Context: an optimization exercise on an open-source flow, tuned for small area, a short achievable clock period and few clock cycles per item. The choices shown serve that exercise and are no tape-out recipe.
Where RTL was checked, it was by simulation tests only, not by an equivalence proof against the original.
Power and IR drop assume default switching activity.

before:
## qe_mix
module qe_mix (
    input  wire        clk,
    input  wire        rst,
    input  wire        in_valid,
    output wire        in_ready,
    input  wire [23:0] in_sample,
    input  wire [23:0] in_gain,
    input  wire        in_last,
    input  wire [23:0] in_dgain,
    output reg         out_valid,
    input  wire        out_ready,
    output reg  [23:0] out_sample,
    output reg  [1:0]  out_clip
);
Size in the first run: ~480 flip-flops, ~38000 um^2 of cells after synthesis.
clock: 9.0 ns
lec_check: 0
abc_clock_period_in_ps: 3000
cap_margin: 20
core_margin: 2
core_utilization: 40
cts_buf_list: sky130_fd_sc_hd__clkbuf_4
setup_slack_margin: 5
slew_margin: 20
run.sh (not shown) runs the stock make flow with config.mk's settings and CLKGATE_MAP_FILE= SYNTH_SCRIPT=/design/flow/synth_recipe.tcl, a recipe that flattens the netlist after the stock synthesis.
before completed; timing, DRC and antenna clean
diff inputs: before => after
--- a/flow/design.v
+++ b/flow/design.v
@@ -15,13 +15,12 @@
     reg rdy_q;       
     reg vi_q;        
     reg il_q;        
     reg vp_q;        
     reg vr_q, vm_q;  
     reg ph_q;        
-    reg sk_q;        
     reg clr_q;       
     assign in_ready = rdy_q;
     wire take = in_valid & rdy_q & ~rst;
     reg [23:0] x_q;
     reg [11:0] b1_one, b1_two, b1_neg;
     reg [23:0] dg_i;
@@ -63,40 +62,37 @@
         assign d_two[gi] = (y2 & ~y1 & ~y0) | (~y2 & y1 & y0);
         assign d_neg[gi] = y2;
     end endgenerate
     reg  [35:0] z_s, z_c;                     
     wire [35:0] zg_s = z_s;
     wire [35:0] zg_c = z_c;
-    reg [33:0] m_s, m_c;                      
+    reg [37:0] m_s, m_c;                      
     reg        m_cin, m_c1;                   
     wire [47:0] m_s_d, m_c_d;
-    wire [14:0] m_lo = {1'b0, m_s_d[13:0]} + {1'b0, m_c_d[13:0]};
-    wire [31:0] lo2  = {1'b0, m_s[30:0]} + {1'b0, m_c[30:0]} + {31'd0, m_cin};
-    wire        c31  = lo2[31];
-    wire [2:0]  a2   = m_s[33:31], b2 = m_c[33:31];
+    wire [10:0] m_lo = {1'b0, m_s_d[9:0]} + {1'b0, m_c_d[9:0]};
+    wire [35:0] lo2  = {1'b0, m_s[34:0]} + {1'b0, m_c[34:0]} + {35'd0, m_cin};
+    wire        c31  = lo2[35];
+    wire [2:0]  a2   = m_s[37:35], b2 = m_c[37:35];
     wire [2:0]  p2   = a2 ^ b2;
     wire [2:0]  top2 = a2 + b2 + {2'd0, c31};
     wire        z2r  = &(p2[2:1] ~^ (a2[1:0] | b2[1:0]));
     wire        o2r  = &(p2[2:1] ^ (a2[1:0] & b2[1:0]));
     wire        fit2 = c31 ? ((z2r & p2[0]) | (o2r & ~p2[0])) : ((z2r & ~p2[0]) | (o2r & p2[0]));
     wire        sgn2 = top2[2];
-    wire [23:0] sat2 = fit2 ? {p2[0] ^ c31, lo2[30:8]} : {sgn2, {23{~sgn2}}};
-    reg  [23:0] sk_s;
-    reg  [1:0]  sk_c;
-    wire men       = ~vm_q | ~sk_q;           
-    wire o_take    = vm_q & ~sk_q;            
-    wire main_free = ~out_valid | out_ready;
+    wire [23:0] sat2 = fit2 ? {p2[0] ^ c31, lo2[34:12]} : {sgn2, {23{~sgn2}}};
+    wire main_free = ~out_valid | out_ready;   
+    wire o_take    = vm_q & main_free;        
+    wire men       = ~vm_q | main_free;       
     wire il_n = take & in_last;
     wire vp_n = (vi_q & il_q) | (vp_q & ~ren);
     wire vr_n = (vp_q & ren) | (vr_q & ~ph_q);
     wire ph_n = vr_q & ~ph_q & men;           
     wire vm_n = (vr_q & ph_q) | (vm_q & ~o_take);
-    wire vo_n = main_free ? (sk_q | o_take) : 1'b1;
-    wire sk_n = main_free ? 1'b0 : (sk_q | o_take);
+    wire vo_n = main_free ? vm_q : 1'b1;
     wire ren_n = ~vr_n | ph_n;
-    wire men_n = ~vm_n | ~sk_n;
+    wire men_n = ~vm_n | ~vo_n;
     wire blk_n = (il_n | (vp_n & ~ren_n)) & ((vp_n & ren_n) | (vr_n & ~ph_n & ~men_n));
     always @(posedge clk) begin
         x_q    <= in_sample;
         b1_one <= g_one & {12{take}};
         b1_two <= g_two & {12{take}};
         b1_neg <= g_neg & {12{take}};
@@ -120,45 +116,39 @@
             d2_two <= lo_two;
             d2_neg <= lo_neg;
         end
         z_s <= m_s_d[35:0] & {36{ph_n}};
         z_c <= m_c_d[35:0] & {36{ph_n}};
         if (vr_q & ph_q) begin
-            m_s   <= m_s_d[47:14];
-            m_c   <= m_c_d[47:14];
-            m_cin <= m_lo[14];
+            m_s   <= m_s_d[47:10];
+            m_c   <= m_c_d[47:10];
+            m_cin <= m_lo[10];
             m_c1  <= r_c1;
         end
         if (main_free) begin
-            out_sample <= sk_q ? sk_s : sat2;
-            out_clip   <= sk_q ? sk_c : {~fit2, m_c1};
-        end
-        if (~sk_q) begin
-            sk_s <= sat2;
-            sk_c <= {~fit2, m_c1};
+            out_sample <= sat2;
+            out_clip   <= {~fit2, m_c1};
         end
         if (rst) begin
             rdy_q     <= 1'b1;
             clr_q     <= 1'b1;
             vi_q      <= 1'b0;
             vp_q      <= 1'b0;
             vr_q      <= 1'b0;
             ph_q      <= 1'b0;
             vm_q      <= 1'b0;
             out_valid <= 1'b0;
-            sk_q      <= 1'b0;
         end else begin
             rdy_q     <= ~blk_n;
             clr_q     <= vp_n & ren_n;
             vi_q      <= take;
             vp_q      <= vp_n;
             vr_q      <= vr_n;
             ph_q      <= ph_n;
             vm_q      <= vm_n;
             out_valid <= vo_n;
-            sk_q      <= sk_n;
         end
     end
     wire p_pp0_0 = ((b1_one[0] & x_q[0])) ^ b1_neg[0];
     wire p_pp0_1 = ((b1_one[0] & x_q[1]) | (b1_two[0] & x_q[0])) ^ b1_neg[0];
     wire p_pp0_2 = ((b1_one[0] & x_q[2]) | (b1_two[0] & x_q[1])) ^ b1_neg[0];
     wire p_pp0_3 = ((b1_one[0] & x_q[3]) | (b1_two[0] & x_q[2])) ^ b1_neg[0];
- Final weighted congestion of routability-driven global placement (lower): after
- after completed end to end with timing, DRC and antenna clean.
- Final design area excluding fillers, after and before, higher one = before.
- Compared to before, after has clock distribution power about 7% lower.
- [compare] base=before new=after: worst setup slack increased 0.16 ns; combinational power shrank by 7.0%; sequential cell count decreased about 4%.
Testbench counts of after, summed over its fixed seeds: cycles 14,810, items 3,200.
The RTL of before was laid out without a check of its function.

========
== red ==
qe_mix with an RTL version that a note above also has.
For scale: ~3500 cells after synthesis, ~460 flip-flops.
Settings: LEC_CHECK=0, ABC_CLOCK_PERIOD_IN_PS=3000, CAP_MARGIN=20, CORE_MARGIN=2, CORE_UTILIZATION=40, CTS_BUF_LIST=sky130_fd_sc_hd__clkbuf_4, SETUP_SLACK_MARGIN=5, SLEW_MARGIN=20; clock period 9.0 ns.
standard.sh (not shown) runs the stock make flow with config.mk's settings and CLKGATE_MAP_FILE= SYNTH_SCRIPT=/design/flow/synth_recipe.tcl, a recipe that flattens the netlist after the stock synthesis.
==> flow/flow/run.sh <==
#!/bin/bash
set -euo pipefail
bash standard.sh "BUFFER_PORTS_ARGS=-buffer_cell sky130_fd_sc_hd__buf_1" finish > flow.log 2>&1
Testbench counts of red, summed over its fixed seeds: cycles 14,810, items 3,200.
Modified inputs, blue compared to red
diff --git a/flow/design.v b/flow/design.v
--- a/flow/design.v
+++ b/flow/design.v
@@ -13,16 +13,17 @@
     output reg  [1:0]  out_clip
 );
     reg rdy_q;       
     reg vi_q;        
     reg il_q;        
     reg vp_q;        
     reg vr_q, vm_q;  
     reg ph_q;        
+    reg sk_q;        
     reg clr_q;       
     assign in_ready = rdy_q;
     wire take = in_valid & rdy_q & ~rst;
     reg [23:0] x_q;
     reg [11:0] b1_one, b1_two, b1_neg;
     reg [23:0] dg_i;
     wire [24:0] g_ext = {in_gain, 1'b0};
     wire [11:0] g_one, g_two, g_neg;
@@ -74,27 +75,30 @@
     wire [2:0]  a2   = m_s[37:35], b2 = m_c[37:35];
     wire [2:0]  p2   = a2 ^ b2;
     wire [2:0]  top2 = a2 + b2 + {2'd0, c31};
     wire        z2r  = &(p2[2:1] ~^ (a2[1:0] | b2[1:0]));
     wire        o2r  = &(p2[2:1] ^ (a2[1:0] & b2[1:0]));
     wire        fit2 = c31 ? ((z2r & p2[0]) | (o2r & ~p2[0])) : ((z2r & ~p2[0]) | (o2r & p2[0]));
     wire        sgn2 = top2[2];
     wire [23:0] sat2 = fit2 ? {p2[0] ^ c31, lo2[34:12]} : {sgn2, {23{~sgn2}}};
-    wire main_free = ~out_valid | out_ready;   
-    wire o_take    = vm_q & main_free;        
-    wire men       = ~vm_q | main_free;       
+    reg  [23:0] sk_s;
+    reg  [1:0]  sk_c;
+    wire men       = ~vm_q | ~sk_q;           
+    wire o_take    = vm_q & ~sk_q;            
+    wire main_free = ~out_valid | out_ready;
     wire il_n = take & in_last;
     wire vp_n = (vi_q & il_q) | (vp_q & ~ren);
     wire vr_n = (vp_q & ren) | (vr_q & ~ph_q);
     wire ph_n = vr_q & ~ph_q & men;           
     wire vm_n = (vr_q & ph_q) | (vm_q & ~o_take);
-    wire vo_n = main_free ? vm_q : 1'b1;
+    wire vo_n = main_free ? (sk_q | o_take) : 1'b1;
+    wire sk_n = main_free ? 1'b0 : (sk_q | o_take);
     wire ren_n = ~vr_n | ph_n;
-    wire men_n = ~vm_n | ~vo_n;
+    wire men_n = ~vm_n | ~sk_n;
     wire blk_n = (il_n | (vp_n & ~ren_n)) & ((vp_n & ren_n) | (vr_n & ~ph_n & ~men_n));
     always @(posedge clk) begin
         x_q    <= in_sample;
         b1_one <= g_one & {12{take}};
         b1_two <= g_two & {12{take}};
         b1_neg <= g_neg & {12{take}};
         il_q   <= in_last;
         dg_i   <= in_dgain;
@@ -120,37 +124,43 @@
         z_c <= m_c_d[35:0] & {36{ph_n}};
         if (vr_q & ph_q) begin
             m_s   <= m_s_d[47:10];
             m_c   <= m_c_d[47:10];
             m_cin <= m_lo[10];
             m_c1  <= r_c1;
         end
         if (main_free) begin
-            out_sample <= sat2;
-            out_clip   <= {~fit2, m_c1};
+            out_sample <= sk_q ? sk_s : sat2;
+            out_clip   <= sk_q ? sk_c : {~fit2, m_c1};
+        end
+        if (~sk_q) begin
+            sk_s <= sat2;
+            sk_c <= {~fit2, m_c1};
         end
         if (rst) begin
             rdy_q     <= 1'b1;
             clr_q     <= 1'b1;
             vi_q      <= 1'b0;
             vp_q      <= 1'b0;
             vr_q      <= 1'b0;
             ph_q      <= 1'b0;
             vm_q      <= 1'b0;
             out_valid <= 1'b0;
+            sk_q      <= 1'b0;
         end else begin
             rdy_q     <= ~blk_n;
             clr_q     <= vp_n & ren_n;
             vi_q      <= take;
             vp_q      <= vp_n;
             vr_q      <= vr_n;
             ph_q      <= ph_n;
             vm_q      <= vm_n;
             out_valid <= vo_n;
+            sk_q      <= sk_n;
         end
     end
     wire p_pp0_0 = ((b1_one[0] & x_q[0])) ^ b1_neg[0];
     wire p_pp0_1 = ((b1_one[0] & x_q[1]) | (b1_two[0] & x_q[0])) ^ b1_neg[0];
     wire p_pp0_2 = ((b1_one[0] & x_q[2]) | (b1_two[0] & x_q[1])) ^ b1_neg[0];
     wire p_pp0_3 = ((b1_one[0] & x_q[3]) | (b1_two[0] & x_q[2])) ^ b1_neg[0];
     wire p_pp0_4 = ((b1_one[0] & x_q[4]) | (b1_two[0] & x_q[3])) ^ b1_neg[0];
     wire p_pp0_5 = ((b1_one[0] & x_q[5]) | (b1_two[0] & x_q[4])) ^ b1_neg[0];
==> summary.txt <==
- In blue the global-route usage turned out 0.33 points higher than in red.
- Changes observed in blue relative to red: data arrival time of the worst path -0.02 ns; switching power share of the total +1.2 points; sum of net half-perimeters after detailed placement +about 10%.
- The data-path buffer share of cell area in the final layout of blue exceeds that of red by 0.64 points.
- Register area share after synthesis ends up lower on red.
- Maximum number of pins on one net before global-route repair delta for blue relative to red: 3 lower
- [blue] worst endpoint required time fell 0.05 ns relative to red
- blue against red: number of instances in the placed design now sits higher, sequential share of layout area now sits at about the same level.
Testbench counts of blue, summed over its fixed seeds: cycles 14,810, items 3,200.

afterwards: timing with drivers on the ports:
No port has a modelled driver above. Below, the same layouts with a new extraction and two added sets of constraints. Step 1 (the two cells are an assumption about what drives the block):
set clk [get_ports {clk}]
set_driving_cell -lib_cell sky130_fd_sc_hd__clkbuf_16 $clk
set_driving_cell -lib_cell sky130_fd_sc_hd__buf_2 [delete_from_list [all_inputs] $clk]
Step 2 times the ports against the registers' clock, not the clock port: input delays grow and output delays shrink by t, the midpoint of the rising clock arrivals with the driver on. Three values: ideal, step 1, step 2; two values: the first two.
run | shift t [ns] | setup slack, ns | worst setup path at the end
before | 1.085 | 4.910 / 4.910 / 4.725 | input to register
after | 1.063 | 5.074 / 5.074 / 4.454 | input to register
red | 1.101 | 5.093 / 5.093 / 4.927 | input to register
blue | 1.099 | 5.061 / 5.061 / 5.050 | input to register
After both steps setup and hold are still met in every run listed. For after, which loses most, drivers alone change the setup slack by 0.000 ns; drivers and shift together by -0.620 ns.
